This is an optimization exercise on Yosys and OpenROAD, whose aim is small area, a short achievable clock period and few clock cycles per item, not a production implementation.
Where RTL was checked, it was by simulation tests only, not by an equivalence proof against the original.
No driver is modelled on the clock port, so clocking that relies on it looks cheaper here than on a real chip.
No activity file was given, so power comes from the tool's default toggle rates.

## ras_strip_enc
module ras_strip_enc #(
    parameter MAXW = 32                  
) (
    input  wire        clk,
    input  wire        rst,              
    input  wire        in_valid,
    output wire        in_ready,
    input  wire [15:0] in_data,          
    input  wire        in_sof,           
    input  wire        in_eof,           
    input  wire [4:0]  cfg_depth,        
    input  wire        cfg_mosaic,       
    input  wire [5:0]  cfg_width,        
    output wire        out_valid,
    input  wire        out_ready,
    output wire [7:0]  out_data,
    output wire        out_last          
);
clock: 18.0 ns
lec_check: 0
cap_margin: 30
core_margin: 2
core_utilization: 40
cts_buf_list: sky130_fd_sc_hd__clkbuf_4 sky130_fd_sc_hd__clkbuf_8 sky130_fd_sc_hd__clkbuf_16
cts_cluster_diameter: 80
cts_cluster_size: 25
slew_margin: 40
standard.sh (not shown) runs the stock make flow with config.mk's settings and CLKGATE_MAP_FILE= SYNTH_SCRIPT=/design/flow/synth_recipe.tcl, a recipe that flattens the netlist after the stock synthesis.
==> flow/flow/run.sh <==
#!/bin/bash
# The standard layout (standard.sh: the standard flow's synthesis and ORFS flow, all
# steps), with one change to how it is made: the buffers that ORFS puts on
# every input and output port are buf_4 cells (BUFFER_PORTS_ARGS).
# Each step's output goes to a log file of its own in this folder.
set -euo pipefail
export BUFFER_PORTS_ARGS="-buffer_cell sky130_fd_sc_hd__buf_4"
bash standard.sh synth > synth.log 2>&1
bash standard.sh floorplan > floorplan.log 2>&1
bash standard.sh place > place.log 2>&1
bash standard.sh cts > cts.log 2>&1
bash standard.sh route > route.log 2>&1
bash standard.sh finish > finish.log 2>&1
The baseline finished with timing, DRC and antenna clean.
Testbench counts at the start, summed over its fixed seeds: cycles 136,400, items 127,122.
Rerun with:
- CAP_MARGIN: 30 -> 20
- CORE_UTILIZATION: 40 -> 50
- SLEW_MARGIN: 40 -> 30
=>
- worst setup slack loses 0.031 ns
- utilization rises by 10 points
- area after synthesis is unchanged

ras_strip_enc, a different RTL version from the one above (not shown whole).
Size: ~3200 flip-flops, roughly 0.13 mm^2 of cells after synthesis.
Design ras_strip_enc, start of the top module:
module ras_strip_enc #(
    parameter MAXW = 32                  
) (
    input  wire        clk,
    input  wire        rst,              
    input  wire        in_valid,
    output wire        in_ready,
    input  wire [15:0] in_data,          
    input  wire        in_sof,           
    input  wire        in_eof,           
    input  wire [4:0]  cfg_depth,        
    input  wire        cfg_mosaic,       
    input  wire [5:0]  cfg_width,        
    output wire        out_valid,
    input  wire        out_ready,
    output wire [7:0]  out_data,
    output wire        out_last          
);
==> flow/config.mk <==
export PLATFORM = sky130hd
export DESIGN_NAME = ras_strip_enc
export DESIGN_NICKNAME = ras_strip_enc
export VERILOG_FILES = /design/flow/design.v
export SDC_FILE = /design/flow/constraint.sdc
export NUM_CORES = 8
export LEC_CHECK = 0
export CAP_MARGIN = 20
export CORE_MARGIN = 2
export CORE_UTILIZATION = 40
export CTS_BUF_LIST = sky130_fd_sc_hd__clkbuf_4 sky130_fd_sc_hd__clkbuf_8 sky130_fd_sc_hd__clkbuf_16
export CTS_CLUSTER_DIAMETER = 80
export CTS_CLUSTER_SIZE = 25
export SLEW_MARGIN = 20
==> flow/constraint.sdc <==
create_clock -name core_clock -period 18.0 [get_ports {clk}]
set_input_delay 3.6000 -clock core_clock [delete_from_list [all_inputs] [get_ports {clk}]]
set_output_delay 3.6000 -clock core_clock [all_outputs]
set_load 0.01 [all_outputs]
Scripts as last shown in full above: flow/flow/run.sh
The starting point passed the timing, DRC and antenna checks.
Testbench counts at the start, summed over its fixed seeds: cycles 136,400, items 127,122.
Edit:
--- a/flow/config.mk
+++ b/flow/config.mk
@@ -8 +8 @@
-export CAP_MARGIN = 20
+export CAP_MARGIN = 30
@@ -14 +14 @@
-export SLEW_MARGIN = 20
+export SLEW_MARGIN = 40
=>
- die area does not change
- setup slack improved by 0.025 ns
- wire length is about the same
- sequential cell count does not change
- hold slack improved by 0.023 ns

wip/pepper:
ras_strip_enc, a different RTL version from the one above (not shown whole).
For scale: roughly 3200 flip-flops, roughly 130000 sq um of cells after synthesis.
Settings: LEC_CHECK=0, CAP_MARGIN=30, CORE_MARGIN=2, CORE_UTILIZATION=60, CTS_BUF_LIST=sky130_fd_sc_hd__clkbuf_4 sky130_fd_sc_hd__clkbuf_8 sky130_fd_sc_hd__clkbuf_16, CTS_CLUSTER_DIAMETER=80, CTS_CLUSTER_SIZE=25, SLEW_MARGIN=40; clock period 18.0 ns.
Scripts as last shown in full above: flow/flow/run.sh
Testbench counts of wip/pepper, summed over its fixed seeds: cycles 136,400, items 127,122.
Inputs modified between wip/pepper and wip/sierra:
- CORE_UTILIZATION: 60 -> 40
==> flow/flow/run.sh <==
#!/bin/bash
# The standard layout (standard.sh: the standard flow's synthesis and ORFS flow, all
# steps), with two changes to how it is made, none to the constraints:
#  - the buffers that ORFS puts on every input and output port are buf_4
#    cells (BUFFER_PORTS_ARGS);
#  - after clock tree synthesis, io_cells.tcl gives the output ports' buffers
#    and the flip-flops that drive them a stronger drive (same cell types).
# Each step's output goes to a log file of its own in this folder.
set -euo pipefail
export BUFFER_PORTS_ARGS="-buffer_cell sky130_fd_sc_hd__buf_4"
export POST_CTS_TCL="$PWD/flow/io_cells.tcl"
bash standard.sh synth > synth.log 2>&1
bash standard.sh floorplan > floorplan.log 2>&1
bash standard.sh place > place.log 2>&1
bash standard.sh cts > cts.log 2>&1
bash standard.sh route > route.log 2>&1
bash standard.sh finish > finish.log 2>&1
==> flow/flow/io_cells.tcl (new file) <==
# Faster cells on the paths to the output ports: each output port's buffer
# becomes a buf_8, and a plain flip-flop that drives such a buffer gets the
# strongest drive of its kind (same cell type, so the same register).
set block [ord::get_db_block]
set changed 0
foreach bterm [$block getBTerms] {
  if {[$bterm getIoType] != "OUTPUT"} { continue }
  set net [$bterm getNet]
  foreach iterm [$net getITerms] {
    if {![$iterm isOutputSignal]} { continue }
    set buf [$iterm getInst]
    set bm [[$buf getMaster] getName]
    if {[string match "sky130_fd_sc_hd__buf_*" $bm] && $bm != "sky130_fd_sc_hd__buf_8"} {
      replace_cell [$buf getName] sky130_fd_sc_hd__buf_8
      incr changed
    }
    foreach bin [$buf getITerms] {
      if {![$bin isInputSignal]} { continue }
      set n2 [$bin getNet]
      if {$n2 == "NULL"} { continue }
      foreach it2 [$n2 getITerms] {
        if {![$it2 isOutputSignal]} { continue }
        set ff [$it2 getInst]
        set fm [[$ff getMaster] getName]
        if {[regexp {^sky130_fd_sc_hd__dfxtp_[12]$} $fm]} {
          replace_cell [$ff getName] sky130_fd_sc_hd__dfxtp_4
          incr changed
        }
      }
    }
  }
}
puts "io_cells: $changed cells replaced"
detailed_placement
[summary]
- Relative to wip/pepper, the number of placed instances with taps included measured on wip/sierra has increased by more than 10%.
- out_data[6] as the critical path endpoint was reported by wip/sierra, and in_ready by wip/pepper.
- Relative to wip/pepper, wip/sierra degrades slack of the critical path.
- Compared with wip/pepper, in wip/sierra synthesized instance count saw little to no change, upper clock frequency limit barely changed.
The inputs of wip/cedar differ from those of wip/sierra as listed below.
- swapping 40 for 50 in CORE_UTILIZATION
==> flow/flow/run.sh <==
#!/bin/bash
# The standard layout (standard.sh: the standard flow's synthesis and ORFS flow, all
# steps), with one change to how it is made: the buffers that ORFS puts on
# every input and output port are buf_4 cells (BUFFER_PORTS_ARGS).
# Each step's output goes to a log file of its own in this folder.
set -euo pipefail
export BUFFER_PORTS_ARGS="-buffer_cell sky130_fd_sc_hd__buf_4"
bash standard.sh synth > synth.log 2>&1
bash standard.sh floorplan > floorplan.log 2>&1
bash standard.sh place > place.log 2>&1
bash standard.sh cts > cts.log 2>&1
bash standard.sh route > route.log 2>&1
bash standard.sh finish > finish.log 2>&1
removed: flow/flow/io_cells.tcl
Results
- As far as number of flip-flops and latches goes, wip/sierra and wip/cedar are indistinguishable; the numbers are identical.
- Clock tree buffer count of the final layout for wip/cedar: 6 down relative to wip/sierra
- Comparing wip/sierra and wip/cedar, the lower area growth from synthesis to layout was measured on wip/cedar.
- The setup slack on wip/cedar is in line with that on wip/sierra.
- Diff wip/sierra -> wip/cedar: reg-to-reg setup timing slack higher, all-layer global routing usage higher, clock network power share lower.
## Diff of input files: wip/indigo against wip/cedar
- a change of CORE_UTILIZATION from 50 to 40
[summary]
In wip/indigo, the detailed placer's ending HPWL came out about 0.9% below the value in wip/cedar. wip/cedar -> wip/indigo: number of clock-tree buffers in the layout increased by a few percent. Power dissipated in the clock network, wip/indigo and wip/cedar, higher one = wip/indigo. Compare wip/indigo and wip/cedar | met3 track demand over resource in global routing lower: wip/indigo. Total vias in the final route up 0.55% in wip/indigo wrt wip/cedar.
The following lists how wip/willow was set up differently from wip/indigo:
- CORE_UTILIZATION changed from 40 to 50
- CTS_CLUSTER_SIZE changed from 25 to 32
- CTS_CLUSTER_DIAMETER changed from 80 to 60
--- outcome ---
Overall fraction of global-route tracks in use in wip/willow is 6.1 points above wip/indigo.
Number of signal-net buffers in the layout: wip/willow vs wip/indigo down 1
On inverter count, wip/willow tracks wip/indigo almost exactly.
Compared with wip/indigo, in wip/willow final instance area increased 0.55%, number of antenna violations at the first check in global routing decreased 6, overall power after layout increased 3.3%, met2 usage increased 8.8 points, I/O pin count essentially unchanged.
Sort wip/indigo and wip/willow by highest clock rate asc -> top: wip/indigo

Setup of run a:
ras_strip_enc, a different RTL version from the one above (not shown whole).
Size: roughly 45 I/O pins, about 0.13 mm2 of cells after synthesis.
==> flow/config.mk <==
export PLATFORM = sky130hd
export DESIGN_NAME = ras_strip_enc
export DESIGN_NICKNAME = ras_strip_enc
export VERILOG_FILES = /design/flow/design.v
export SDC_FILE = /design/flow/constraint.sdc
export NUM_CORES = 8
export LEC_CHECK = 0
export CAP_MARGIN = 50
export CORE_MARGIN = 2
export CORE_UTILIZATION = 40
export SLEW_MARGIN = 70
==> flow/constraint.sdc <==
create_clock -name core_clock -period 18.0 [get_ports {clk}]
set_input_delay 3.6000 -clock core_clock [delete_from_list [all_inputs] [get_ports {clk}]]
set_output_delay 3.6000 -clock core_clock [all_outputs]
set_load 0.01 [all_outputs]
run.sh (not shown) runs the stock make flow with config.mk's settings and CLKGATE_MAP_FILE= SYNTH_SCRIPT=/design/flow/synth_recipe.tcl, a recipe that flattens the netlist after the stock synthesis.
Stock flow here: none of the scripts above is used.
Every stage of the flow completed for run a, and the final layout passed the timing, DRC and antenna checks.
## Diff of input files: run b against run a
==> flow/flow/run.sh (new file) <==
#!/bin/bash
# The standard layout (standard.sh: the standard flow's synthesis and ORFS flow, all
# steps), with one change to how it is made: the buffers that ORFS puts on
# every input and output port are buf_4 cells (BUFFER_PORTS_ARGS).
# Each step's output goes to a log file of its own in this folder.
set -euo pipefail
export BUFFER_PORTS_ARGS="-buffer_cell sky130_fd_sc_hd__buf_4"
bash standard.sh synth > synth.log 2>&1
bash standard.sh floorplan > floorplan.log 2>&1
bash standard.sh place > place.log 2>&1
bash standard.sh cts > cts.log 2>&1
bash standard.sh route > route.log 2>&1
bash standard.sh finish > finish.log 2>&1
==> flow/standard.sh (new file) <==
#!/bin/bash
# synth_recipe.tcl (not shown) runs the flow's synth.tcl, then flattens the netlist and writes it again
# the make line also repeats each setting of config.mk as NAME=value (left out here)
make -C /OpenROAD-flow-scripts/flow DESIGN_CONFIG=/design/flow/config.mk WORK_HOME=/design/flow/orfs CLKGATE_MAP_FILE= SYNTH_SCRIPT=/design/flow/synth_recipe.tcl "${@:-finish}"
removed: flow/run.sh
==> comparison <==
Delta (run b minus run a): overall power of the completed layout has increased, routed wire length on met2 has decreased, count of clock-net buffers in the final layout has decreased.
No run of this note included a check of the RTL's function; only the layout flow was run.

what the ideal ports hide:
How much do the figures lean on ideal ports? The routed layouts below were timed once more, with nothing changed but the port constraints.
Step 1 (the two cells are an assumption about what drives the block):
set clk [get_ports {clk}]
set_driving_cell -lib_cell sky130_fd_sc_hd__clkbuf_16 $clk
set_driving_cell -lib_cell sky130_fd_sc_hd__buf_2 [delete_from_list [all_inputs] $clk]
Step 2 times the ports against the registers' clock, not the clock port: input delays grow and output delays shrink by t, the midpoint of the rising clock arrivals with the driver on.
a / b / c = ideal ports / drivers / drivers and shift; a / b = the first two.
| run | t, ns | setup WS [ns] | worst setup path after step 2 | worst data-port slew with drivers (ns) | cell pins on the clock port's net |
|---|---|---|---|---|---|
| the first run of note 1 | 0.970 | 12.941 / 12.849 / 12.499 | input to register | 0.05 | 1 |
| the second run of note 1 | 0.962 | 12.910 / 12.819 / 12.603 | input to register | 0.05 | 1 |
| the first run of note 2 | 0.971 | 12.892 / 12.792 / 12.609 | input to register | 0.14 | 1 |
| the second run of note 2 | 0.976 | 12.916 / 12.819 / 12.530 | input to register | 0.13 | 1 |
| wip/pepper | 0.957 | 13.004 / 12.923 / 12.539 | input to register | 0.24 | 1 |
| wip/sierra | 0.976 | 12.997 / 12.896 / 12.702 | input to register | 0.11 | 1 |
| wip/cedar | 0.977 | 12.997 / 12.889 / 12.569 | input to register | 0.07 | 1 |
| wip/indigo | 0.971 | 12.938 / 12.840 / 12.703 | input to register | 0.11 | 1 |
| wip/willow | 0.980 | 12.975 / 12.882 / 12.577 | input to register | 0.07 | 1 |
| run a | 1.002 | 12.369 / 12.273 / 12.543 | input to register | 0.34 | 1 |
| run b | 1.013 | 12.763 / 12.669 / 13.011 | input to register | 0.31 | 1 |
After both steps setup and hold are still met in every run listed. The setup slack of wip/pepper, which loses most, moves by -0.081 ns with the drivers and by -0.465 ns with both steps.
